This is an optimization exercise on Yosys and OpenROAD, whose aim is small area, not a production implementation. The RTL was checked by simulation tests, not by an equivalence proof against the original design. Power is estimated from default activity; no workload was simulated.

==> design/flow/design.v <==
module rerok_rx (
    input  wire        clk,
    input  wire        rst,           
    input  wire        from_board,    
    input  wire        sym_valid,
    input  wire [9:0]  sym,
    output reg         word_valid,
    output reg  [5:0]  word_index,
    output reg  [31:0] word_data,
    output reg         frame_done,
    output reg  [2:0]  frame_reason,
    output reg  [7:0]  frame_type,
    output reg  [15:0] frame_seq,
    output reg  [7:0]  frame_len
);
    localparam [2:0] R_OK    = 3'd0;
    localparam [2:0] R_CODE  = 3'd1;
    localparam [2:0] R_TYPE  = 3'd2;
    localparam [2:0] R_LEN   = 3'd3;
    localparam [2:0] R_CRC   = 3'd4;
    localparam [2:0] R_FIELD = 3'd5;
    localparam [7:0] T_BEAM = 8'h01;
    localparam [7:0] T_EVT  = 8'h02;
    localparam [7:0] T_ACK  = 8'h03;
    localparam [7:0] T_CRD  = 8'h04;
    localparam [7:0] T_STS  = 8'h05;
    localparam [7:0] T_HB   = 8'h06;
    localparam [7:0] T_CHG  = 8'h07;
    localparam [7:0] T_AUD  = 8'h08;
    localparam [7:0] T_MGT  = 8'h09;
    localparam [2:0] S_HUNT  = 3'd0;    
    localparam [2:0] S_COMMA = 3'd1;    
    localparam [2:0] S_SEQ0  = 3'd2;
    localparam [2:0] S_SEQ1  = 3'd3;
    localparam [2:0] S_LEN   = 3'd4;
    localparam [2:0] S_PAY   = 3'd5;
    localparam [2:0] S_CRC   = 3'd6;
    localparam [9:0] K28_5_NEG = 10'b001111_1010;
    localparam [9:0] K28_5_POS = 10'b110000_0101;
    function [5:0] enc6;
        input [4:0] x;
        input       rd;
        reg   [5:0] n;
        begin
            case (x)
                5'd0:  n = 6'b100111;
                5'd1:  n = 6'b011101;
                5'd2:  n = 6'b101101;
                5'd3:  n = 6'b110001;
                5'd4:  n = 6'b110101;
                5'd5:  n = 6'b101001;
                5'd6:  n = 6'b011001;
                5'd7:  n = 6'b111000;
                5'd8:  n = 6'b111001;
                5'd9:  n = 6'b100101;
                5'd10: n = 6'b010101;
                5'd11: n = 6'b110100;
                5'd12: n = 6'b001101;
                5'd13: n = 6'b101100;
                5'd14: n = 6'b011100;
                5'd15: n = 6'b010111;
                5'd16: n = 6'b011011;
                5'd17: n = 6'b100011;
                5'd18: n = 6'b010011;
                5'd19: n = 6'b110010;
                5'd20: n = 6'b001011;
                5'd21: n = 6'b101010;
                5'd22: n = 6'b011010;
                5'd23: n = 6'b111010;
                5'd24: n = 6'b110011;
                5'd25: n = 6'b100110;
                5'd26: n = 6'b010110;
                5'd27: n = 6'b110110;
                5'd28: n = 6'b001110;
                5'd29: n = 6'b101110;
                5'd30: n = 6'b011110;
                default: n = 6'b101011;
            endcase
            if (rd && (ones6(n) != 3'd3 || x == 5'd7))
                enc6 = ~n;
            else
                enc6 = n;
        end
    endfunction
    function [3:0] enc4;
        input [2:0] y;
        input       rd;
        input [4:0] x;
        reg   [3:0] n;
        begin
            case (y)
                3'd0: n = 4'b1011;
                3'd1: n = 4'b1001;
                3'd2: n = 4'b0101;
                3'd3: n = 4'b1100;
                3'd4: n = 4'b1101;
                3'd5: n = 4'b1010;
                3'd6: n = 4'b0110;
                default: begin
                    if ((!rd && (x == 5'd17 || x == 5'd18 || x == 5'd20)) ||
                        ( rd && (x == 5'd11 || x == 5'd13 || x == 5'd14)))
                        n = 4'b0111;
                    else
                        n = 4'b1110;
                end
            endcase
            if (rd && (ones4(n) != 3'd2 || y == 3'd3))
                enc4 = ~n;
            else
                enc4 = n;
        end
    endfunction
    function [2:0] ones6;
        input [5:0] v;
        begin
            ones6 = {2'b00, v[0]} + {2'b00, v[1]} + {2'b00, v[2]} +
                    {2'b00, v[3]} + {2'b00, v[4]} + {2'b00, v[5]};
        end
    endfunction
    function [2:0] ones4;
        input [3:0] v;
        begin
            ones4 = {2'b00, v[0]} + {2'b00, v[1]} + {2'b00, v[2]} + {2'b00, v[3]};
        end
    endfunction
    function rd_after6;
        input [5:0] c;
        input       rd;
        begin
            if (ones6(c) > 3'd3)      rd_after6 = 1'b1;
            else if (ones6(c) < 3'd3) rd_after6 = 1'b0;
            else if (c == 6'b000111)  rd_after6 = 1'b1;
            else if (c == 6'b111000)  rd_after6 = 1'b0;
            else                      rd_after6 = rd;
        end
    endfunction
    function rd_after4;
        input [3:0] c;
        input       rd;
        begin
            if (ones4(c) > 3'd2)     rd_after4 = 1'b1;
            else if (ones4(c) < 3'd2) rd_after4 = 1'b0;
            else if (c == 4'b0011)   rd_after4 = 1'b1;
            else if (c == 4'b1100)   rd_after4 = 1'b0;
            else                     rd_after4 = rd;
        end
    endfunction
    function [31:0] crc_byte;
        input [31:0] crc;
        input [7:0]  d;
        integer      k;
        reg   [31:0] c;
        begin
            c = crc;
            for (k = 0; k < 8; k = k + 1) begin
                if (c[0] ^ d[k])
                    c = (c >> 1) ^ 32'hEDB88320;
                else
                    c = c >> 1;
            end
            crc_byte = c;
        end
    endfunction
    reg       in_valid;
    reg [9:0] in_sym;
    always @(posedge clk) begin
        if (rst) begin
            in_valid <= 1'b0;
            in_sym   <= 10'd0;
        end else begin
            in_valid <= sym_valid;
            in_sym   <= sym;
        end
    end
    reg        rd;             
    wire [5:0] c6 = in_sym[9:4];
    wire [3:0] c4 = in_sym[3:0];
    reg [4:0] dec_x;
    always @(*) begin
        case (c6)
            6'b100111, 6'b011000: dec_x = 5'd0;
            6'b011101, 6'b100010: dec_x = 5'd1;
            6'b101101, 6'b010010: dec_x = 5'd2;
            6'b110001:            dec_x = 5'd3;
            6'b110101, 6'b001010: dec_x = 5'd4;
            6'b101001:            dec_x = 5'd5;
            6'b011001:            dec_x = 5'd6;
            6'b111000, 6'b000111: dec_x = 5'd7;
            6'b111001, 6'b000110: dec_x = 5'd8;
            6'b100101:            dec_x = 5'd9;
            6'b010101:            dec_x = 5'd10;
            6'b110100:            dec_x = 5'd11;
            6'b001101:            dec_x = 5'd12;
            6'b101100:            dec_x = 5'd13;
            6'b011100:            dec_x = 5'd14;
            6'b010111, 6'b101000: dec_x = 5'd15;
            6'b011011, 6'b100100: dec_x = 5'd16;
            6'b100011:            dec_x = 5'd17;
            6'b010011:            dec_x = 5'd18;
            6'b110010:            dec_x = 5'd19;
            6'b001011:            dec_x = 5'd20;
            6'b101010:            dec_x = 5'd21;
            6'b011010:            dec_x = 5'd22;
            6'b111010, 6'b000101: dec_x = 5'd23;
            6'b110011, 6'b001100: dec_x = 5'd24;
            6'b100110:            dec_x = 5'd25;
            6'b010110:            dec_x = 5'd26;
            6'b110110, 6'b001001: dec_x = 5'd27;
            6'b001110:            dec_x = 5'd28;
            6'b101110, 6'b010001: dec_x = 5'd29;
            6'b011110, 6'b100001: dec_x = 5'd30;
            6'b101011, 6'b010100: dec_x = 5'd31;
            default:              dec_x = 5'd0;
        endcase
    end
    reg [2:0] dec_y;
    always @(*) begin
        case (c4)
            4'b1011, 4'b0100: dec_y = 3'd0;
            4'b1001:          dec_y = 3'd1;
            4'b0101:          dec_y = 3'd2;
            4'b1100, 4'b0011: dec_y = 3'd3;
            4'b1101, 4'b0010: dec_y = 3'd4;
            4'b1010:          dec_y = 3'd5;
            4'b0110:          dec_y = 3'd6;
            4'b1110, 4'b0001,
            4'b0111, 4'b1000: dec_y = 3'd7;
            default:          dec_y = 3'd0;
        endcase
    end
    wire [7:0] dec_byte = {dec_y, dec_x};
    wire       rd_mid_exp = rd_after6(enc6(dec_byte[4:0], rd), rd);
    wire [9:0] reenc = {enc6(dec_byte[4:0], rd), enc4(dec_byte[7:5], rd_mid_exp, dec_byte[4:0])};
    wire rd_next  = rd_after4(c4, rd_after6(c6, rd));
    always @(posedge clk) begin
        if (rst)
            rd <= 1'b0;
        else if (in_valid)
            rd <= rd_next;
    end
    reg       d_valid;
    reg [7:0] dbyte;         
    reg       is_data;       
    reg       is_comma;      
    always @(posedge clk) begin
        if (rst) begin
            d_valid  <= 1'b0;
            dbyte    <= 8'd0;
            is_data  <= 1'b0;
            is_comma <= 1'b0;
        end else begin
            d_valid  <= in_valid;
            dbyte    <= dec_byte;
            is_data  <= (reenc == in_sym);
            is_comma <= rd ? (in_sym == K28_5_POS) : (in_sym == K28_5_NEG);
        end
    end
    reg  [2:0]  state;
    reg  [7:0]  f_type;
    reg  [15:0] f_seq;
    reg  [7:0]  f_len;
    reg  [7:0]  byte_cnt;      
    reg  [1:0]  crc_cnt;       
    reg  [31:0] crc;
    reg  [31:0] rx_crc;
    reg  [23:0] word_sr;       
    reg  [31:0] word1;         
    wire type_ok = from_board ?
        (f_type == T_ACK || f_type == T_CRD || f_type == T_STS ||
         f_type == T_HB  || f_type == T_MGT) :
        (f_type == T_BEAM || f_type == T_EVT || f_type == T_ACK || f_type == T_HB ||
         f_type == T_CHG  || f_type == T_AUD || f_type == T_MGT);
    reg len_ok;
    always @(*) begin
        case (f_type)
            T_BEAM: len_ok = (dbyte == 8'd7);
            T_EVT:  len_ok = (dbyte >= 8'd3) && (dbyte <= 8'd33) && dbyte[0];
            T_ACK:  len_ok = (dbyte == 8'd2);
            T_CRD:  len_ok = (dbyte == 8'd2);
            T_STS:  len_ok = (dbyte >= 8'd3) && (dbyte <= 8'd35);
            T_HB:   len_ok = (dbyte == 8'd3) || (dbyte == 8'd4);
            T_CHG:  len_ok = (dbyte == 8'd3);
            T_AUD:  len_ok = (dbyte == 8'd4);
            T_MGT:  len_ok = (dbyte >= 8'd3) && (dbyte <= 8'd19);
            default: len_ok = 1'b0;
        endcase
    end
    wire [5:0] nrep     = word1[21:16];
    wire [1:0] mgt_op   = word1[9:8];
    wire [3:0] mgt_cnt  = word1[15:12];
    wire [7:0] mgt_stat = word1[23:16];
    reg field_ok;
    always @(*) begin
        field_ok = 1'b1;
        if (from_board) begin
            if (f_type == T_STS)
                field_ok = (f_len == {2'b00, nrep} + 8'd3);
            else if (f_type == T_HB)
                field_ok = (f_len == 8'd4);
            else if (f_type == T_MGT) begin
                if (mgt_stat != 8'd0 || mgt_op == 2'd1)
                    field_ok = (f_len == 8'd3);
                else if (mgt_op == 2'd0)
                    field_ok = (f_len == {4'd0, mgt_cnt} + 8'd4);
            end
        end else begin
            if (f_type == T_HB)
                field_ok = (f_len == 8'd3);
            else if (f_type == T_MGT) begin
                if (mgt_op == 2'd1)
                    field_ok = (f_len == {4'd0, mgt_cnt} + 8'd4);
                else if (mgt_op == 2'd0)
                    field_ok = (f_len == 8'd3);
            end
        end
    end
    wire        in_frame  = (state != S_HUNT) && (state != S_COMMA);
    wire [31:0] crc_final = ~crc;
    wire [31:0] rx_crc_full = {dbyte, rx_crc[31:8]};
    wire [9:0]  pay_bytes = {f_len, 2'b00};
    always @(posedge clk) begin
        if (rst) begin
            state        <= S_HUNT;
            f_type       <= 8'd0;
            f_seq        <= 16'd0;
            f_len        <= 8'd0;
            byte_cnt     <= 8'd0;
            crc_cnt      <= 2'd0;
            crc          <= 32'hFFFFFFFF;
            rx_crc       <= 32'd0;
            word_sr      <= 24'd0;
            word1        <= 32'd0;
            word_valid   <= 1'b0;
            word_index   <= 6'd0;
            word_data    <= 32'd0;
            frame_done   <= 1'b0;
            frame_reason <= R_OK;
            frame_type   <= 8'd0;
            frame_seq    <= 16'd0;
            frame_len    <= 8'd0;
        end else begin
            word_valid <= 1'b0;
            frame_done <= 1'b0;
            if (d_valid) begin
                if (in_frame && !is_data) begin
                    frame_done   <= 1'b1;
                    frame_reason <= R_CODE;
                    frame_type   <= f_type;
                    frame_seq    <= f_seq;
                    frame_len    <= f_len;
                    state        <= is_comma ? S_COMMA : S_HUNT;
                end else begin
                    case (state)
                        S_HUNT: begin
                            if (is_comma)
                                state <= S_COMMA;
                        end
                        S_COMMA: begin
                            if (is_comma)
                                state <= S_COMMA;
                            else if (!is_data || dbyte == 8'hC5 || dbyte == 8'h50)
                                state <= S_HUNT;       
                            else begin
                                f_type   <= dbyte;
                                f_seq    <= 16'd0;
                                f_len    <= 8'd0;
                                crc      <= crc_byte(32'hFFFFFFFF, dbyte);
                                byte_cnt <= 8'd0;
                                crc_cnt  <= 2'd0;
                                state    <= S_SEQ0;
                            end
                        end
                        S_SEQ0: begin
                            f_seq[7:0] <= dbyte;
                            crc        <= crc_byte(crc, dbyte);
                            state      <= S_SEQ1;
                        end
                        S_SEQ1: begin
                            f_seq[15:8] <= dbyte;
                            crc         <= crc_byte(crc, dbyte);
                            state       <= S_LEN;
                        end
                        S_LEN: begin
                            f_len <= dbyte;
                            crc   <= crc_byte(crc, dbyte);
                            if (!type_ok || !len_ok) begin
                                frame_done   <= 1'b1;
                                frame_reason <= !type_ok ? R_TYPE : R_LEN;
                                frame_type   <= f_type;
                                frame_seq    <= f_seq;
                                frame_len    <= dbyte;
                                state        <= S_HUNT;
                            end else begin
                                state <= S_PAY;
                            end
                        end
                        S_PAY: begin
                            crc      <= crc_byte(crc, dbyte);
                            byte_cnt <= byte_cnt + 8'd1;
                            word_sr  <= {dbyte, word_sr[23:8]};
                            if (byte_cnt[1:0] == 2'd3) begin
                                word_valid <= 1'b1;
                                word_index <= byte_cnt[7:2];
                                word_data  <= {dbyte, word_sr};
                                if (byte_cnt[7:2] == 6'd1)
                                    word1 <= {dbyte, word_sr};
                            end
                            if ({2'b00, byte_cnt} == pay_bytes - 10'd1)
                                state <= S_CRC;
                        end
                        S_CRC: begin
                            rx_crc  <= rx_crc_full;
                            crc_cnt <= crc_cnt + 2'd1;
                            if (crc_cnt == 2'd3) begin
                                frame_done   <= 1'b1;
                                frame_reason <= (rx_crc_full != crc_final) ? R_CRC :
                                                !field_ok ? R_FIELD : R_OK;
                                frame_type   <= f_type;
                                frame_seq    <= f_seq;
                                frame_len    <= f_len;
                                state        <= S_HUNT;
                            end
                        end
                        default: state <= S_HUNT;
                    endcase
                end
            end
        end
    end
endmodule
==> design/flow/run.sh <==
#!/bin/bash
# synth_recipe.tcl (not shown) runs the flow's synth.tcl, then flattens the netlist and writes it again
# the make line also repeats each setting of config.mk as NAME=value (left out here)
make -C /OpenROAD-flow-scripts/flow DESIGN_CONFIG=/design/flow/config.mk WORK_HOME=/design/flow/orfs CLKGATE_MAP_FILE= SYNTH_SCRIPT=/design/flow/synth_recipe.tcl finish
==> design/flow/config.mk <==
export PLATFORM = sky130hd
export DESIGN_NAME = rerok_rx
export DESIGN_NICKNAME = rerok_rx
export VERILOG_FILES = /design/flow/design.v
export SDC_FILE = /design/flow/constraint.sdc
export NUM_CORES = 4
export LEC_CHECK = 0
export CAP_MARGIN = 20
export CORE_MARGIN = 2
export CORE_UTILIZATION = 40
export SLEW_MARGIN = 20
==> design/flow/constraint.sdc <==
create_clock -name core_clock -period 10.0 [get_ports {clk}]
set_input_delay 2.0000 -clock core_clock [delete_from_list [all_inputs] [get_ports {clk}]]
set_output_delay 2.0000 -clock core_clock [all_outputs]
set_load 0.01 [all_outputs]
==> run notes <==
# TYPE chip_impl_metric gauge
chip_impl_info{name="outcome",value="timing/DRC/antenna clean"} 1
chip_impl_metric{name="routed_via_count",unit=""} 11400
chip_impl_metric{name="layout_net_count",unit=""} 1770
chip_impl_metric{name="final.min_clock_period",unit="ns"} 8.90
chip_impl_info{name="layout_commonest_cell",value="sky130_fd_sc_hd__dfxtp_1"} 1
chip_impl_info{name="min-delay-path-class",value="reg -> reg"} 1
chip_impl_metric{name="die_w",unit="um"} 188
chip_impl_metric{name="max-vdd-ir-drop",unit="V"} 0.000165
chip_impl_metric{name="floorplan.die.height",unit="um"} 188
chip_impl_info{name="slowest_stage",value="sky130_fd_sc_hd__fa_1"} 1
chip_impl_metric{name="grt_pass1_wl",unit="um"} 59500
chip_impl_metric{name="timing_worst_slew_pin_value",unit="ns"} 1.11
chip_impl_metric{name="worst_path_largest_cell_delay",unit="ns"} 0.55
chip_impl_metric{name="netlist-cell-type-count",unit=""} 78
chip_impl_info{name="critPathLaunchType",value="flop"} 1
chip_impl_metric{name="routedWlPerCell",unit="um"} 16.7
chip_impl_metric{name="initial_cell_density_of_the_core",unit="%"} 40.5
chip_impl_metric{name="arrival",unit="ns"} 9.37
chip_impl_metric{name="post_syn_area_per_cell",unit="um2"} 8.07
chip_impl_metric{name="h-tree-depth",unit=""} 1
chip_impl_metric{name="cts_num_sinks",unit=""} 245
chip_impl_metric{name="clk_latency",unit="ns"} 0.57
chip_impl_metric{name="final_antenna_net_count",unit=""} 0
chip_impl_metric{name="clock_transition_time_at_the_flip_flop_clock_pins_of_the_worst_setup_and_hold_paths",unit="ns"} 0.06
chip_impl_metric{name="n_antenna_cell",unit=""} 0
chip_impl_metric{name="setup_viol",unit=""} 0
chip_impl_metric{name="post_cts_buffers",unit=""} 0
chip_impl_metric{name="avgViaCountPerCell",unit=""} 5.28
chip_impl_metric{name="report.final.hold_viol_count",unit=""} 0
chip_impl_metric{name="portBuffers",unit=""} 88
chip_impl_info{name="final_cell_mix",value="sky130_fd_sc_hd__dfxtp_1 (245), sky130_fd_sc_hd__nand2_1 (236), sky130_fd_sc_hd__nor2_1 (202)"} 1
chip_impl_metric{name="final_max_slew_violation_count",unit=""} 0
chip_impl_metric{name="post_cts.resized_instances",unit=""} 0
chip_impl_info{name="setup.worst_path.end_class",value="flop"} 1
chip_impl_metric{name="power.leakage",unit="nW"} 5.49
chip_impl_metric{name="total_power",unit="mW"} 2.53
chip_impl_metric{name="synth_enable_flop_cells",unit=""} 0
chip_impl_metric{name="final_min_period_over_clock_period",unit="%"} 89.0
chip_impl_metric{name="postSynthCellCount",unit=""} 1685
chip_impl_metric{name="max_freq",unit="MHz"} 112
chip_impl_metric{name="worst_slew_margin_rel",unit="%"} 26.2
chip_impl_metric{name="net_count_after_synthesis",unit=""} 1757
chip_impl_metric{name="maxCapViolCount",unit=""} 0
chip_impl_metric{name="synth_warnings",unit=""} 1
chip_impl_metric{name="hpwlAfterDp",unit="um"} 24100
chip_impl_metric{name="totalWireLength",unit="um"} 36200
chip_impl_metric{name="cts-buffers-inserted",unit=""} 28
chip_impl_metric{name="hold-worst-slack",unit="ns"} 0.452
chip_impl_metric{name="flip_flop_and_latch_count_after_synthesis",unit=""} 245
chip_impl_metric{name="area_delta_synth_final",unit="%"} 15.6
chip_impl_metric{name="globalplace.congestion",unit=""} 0.885
chip_impl_metric{name="grt_pass1_vias",unit=""} 11000
chip_impl_metric{name="cts-hold-fix-buffers",unit=""} 0
chip_impl_metric{name="post_route_cells_drive_above_1_share",unit="%"} 5.41
chip_impl_metric{name="grt_remaining_overflow",unit=""} 0
chip_impl_metric{name="drt_pre_antenna_iters",unit=""} 5
chip_impl_metric{name="required",unit="ns"} 10.48
chip_impl_metric{name="ioPinCount",unit=""} 89
chip_impl_metric{name="grt_usage",unit="%"} 20.3
chip_impl_metric{name="crit_path_max_fanout",unit=""} 12
chip_impl_metric{name="fp.dieArea",unit="um2"} 35500
chip_impl_metric{name="finalSetupTns",unit="ns"} 0
chip_impl_metric{name="placement_rows",unit=""} 67
chip_impl_metric{name="pwr_density_cell",unit="nW/um2"} 161
chip_impl_metric{name="grt_antenna_before_repair",unit=""} 0
chip_impl_metric{name="syn_area",unit="um2"} 13600
chip_impl_metric{name="drt_first_iter_violations",unit=""} 917
chip_impl_metric{name="seq_total_area_yosys",unit="%"} 36.1
chip_impl_metric{name="pin_count_of_the_biggest_net_entering_global_routing",unit=""} 101
chip_impl_metric{name="fin_worst_skew",unit="ns"} 0.0312
chip_impl_metric{name="remaining_drc_errors",unit=""} 0
chip_impl_info{name="synth_flop_cell",value="sky130_fd_sc_hd__dfxtp_1"} 1
chip_impl_info{name="critPathKind",value="reg -> reg"} 1
chip_impl_info{name="cts_root_buf",value="sky130_fd_sc_hd__clkbuf_16"} 1
chip_impl_metric{name="post_synth_arst_share",unit="%"} 0
chip_impl_info{name="rsz0062_at_grt",value="false"} 1
chip_impl_metric{name="core-area",unit="um2"} 33500
chip_impl_metric{name="cts_max_path_buffers",unit=""} 3
chip_impl_info{name="tritoncts",value="yes"} 1
-- through the flow --
step                      instance area, um2  cells  util [%]  setup slack [ns]
final                                  15700   2168      46.9              1.10
after global routing                   15700   2168      46.9             0.450
after CTS                              15700   2167      46.8              1.10
after detailed placement               14700   2115      43.8              1.16
after global placement                 14700   2115      43.8              1.38
after floorplan                        13600   1685         -              1.65
-- layout make-up --
cell class	count	area, um2
Fill cell	3365	17800
Sequential cell	245	4900
Multi-Input combinational cell	1256	7990
Clock inverter	19	249
Inverter	60	230
Timing Repair Buffer	107	1020
Tap cell	448	561
Clock buffer	33	759
-- routing by layer --
metal	routed length (um)	up-vias	track usage [%]
met1	17700	5431	29.5
met5	0	-	0
met4	578	0	4.45
li1	-	5713	-
met2	16100	254	32.2
met3	1840	42	2.63
-- worst max-delay path, delay by kind of cell (launching register included) --
kind | cells | cell delay, ns
buf+inv | 7 | 0.67
compound gates | 7 | 1.79
simple gates | 12 | 1.58
flops | 1 | 0.47
xor+xnor | 1 | 0.12
fa+ha+maj | 12 | 4.22
-- flip-flops by register name (all words and copies together), names as in the netlist, 2 cells and up --
| name | count |
|---|---|
| frame_seq | 16 |
| word_sr | 24 |
| word_data | 32 |
| crc_cnt | 2 |
| frame_len | 8 |
| f_seq | 16 |
| byte_cnt | 8 |
| f_len | 8 |
| dec_y | 3 |
| frame_reason | 3 |
| dec_x | 5 |
| dbyte | 8 |
| word_index | 6 |
| rx_crc | 24 |
| state | 3 |
| f_type | 8 |
| crc | 32 |
| in_sym | 10 |
| word1 | 14 |
| frame_type | 8 |
-- Yosys cell counts, types with 14 or more instances --
library cell | count | share of area, %
sky130_fd_sc_hd__a211o_1 | 34 | 2.2
sky130_fd_sc_hd__a211oi_1 | 18 | 0.99
sky130_fd_sc_hd__a21oi_1 | 162 | 6.0
sky130_fd_sc_hd__buf_1 | 16 | 0.44
sky130_fd_sc_hd__buf_2 | 14 | 0.52
sky130_fd_sc_hd__clkbuf_1 | 89 | 2.5
sky130_fd_sc_hd__dfxtp_1 | 245 | 36
sky130_fd_sc_hd__ha_1 | 48 | 4.4
sky130_fd_sc_hd__inv_1 | 56 | 1.5
sky130_fd_sc_hd__mux2i_1 | 57 | 4.2
sky130_fd_sc_hd__nand2_1 | 237 | 6.5
sky130_fd_sc_hd__nand3_1 | 34 | 1.3
sky130_fd_sc_hd__nor2_1 | 202 | 5.6
sky130_fd_sc_hd__nor2b_1 | 19 | 0.87
sky130_fd_sc_hd__nor3_1 | 27 | 0.99
sky130_fd_sc_hd__o21ai_0 | 39 | 1.4
sky130_fd_sc_hd__xnor2_1 | 140 | 9.0
sky130_fd_sc_hd__xor2_1 | 59 | 3.8
-- report_power, final --
| part | internal, mW | switching, mW |
|---|---|---|
| Combinational | 0.175 | 0.253 |
| Clock | 0.655 | 0.441 |
| Sequential | 0.986 | 0.0211 |
| Total | 1.82 | 0.715 |
-- logic make-up (layout without fill, tap and decap cells) --
| kind of cell | after synthesis | in the layout | synth area share [%] |
|---|---|---|---|
| AOI/OAI and AO/OA | 343 | 343 | 16.0 |
| xor gates and xnor gates | 200 | 200 | 12.9 |
| adders and majority gates | 58 | 58 | 5.89 |
| buffers and inverters | 184 | 219 | 5.44 |
| DFF | 245 | 245 | 36.1 |
| muxes | 58 | 58 | 4.28 |
| and+or+nand+nor | 597 | 597 | 19.3 |
-- final timing paths --
kind                      start             to  slack (ns)  cells after the start
setup reg to reg       dec_x[0]        is_data        1.10                     39
hold / removal    word_data[22]  word_data[22]        0.45                      2
hold reg to reg   word_data[22]  word_data[22]        0.45                      2
setup / recovery       dec_x[0]        is_data        1.10                     39

afterwards: timing with drivers on the ports:
The results above use ideal ports. As a check the final layout listed here was re-extracted and re-timed, cells and wires unchanged.
Step 1 assumes that a clkbuf_16 drives the clock port and a buf_2 every other input.
Step 2, shift: input delay + t, output delay - t, t = (earliest + latest rising clock arrival at the registers) / 2. This alone moves slack from input paths to output paths.
a / b / c = no drivers / after step 1 / after step 2; a / b = the first two.
t (ns): 0.609
setup WS [ns]: 1.102 / 1.102 / 1.102
worst setup path at the end: register to register
pins driven straight from the clock port: 1
After both steps this run still meets setup and hold. The setup slack of this run moves by 0.000 ns with the drivers and by 0.000 ns with both steps.
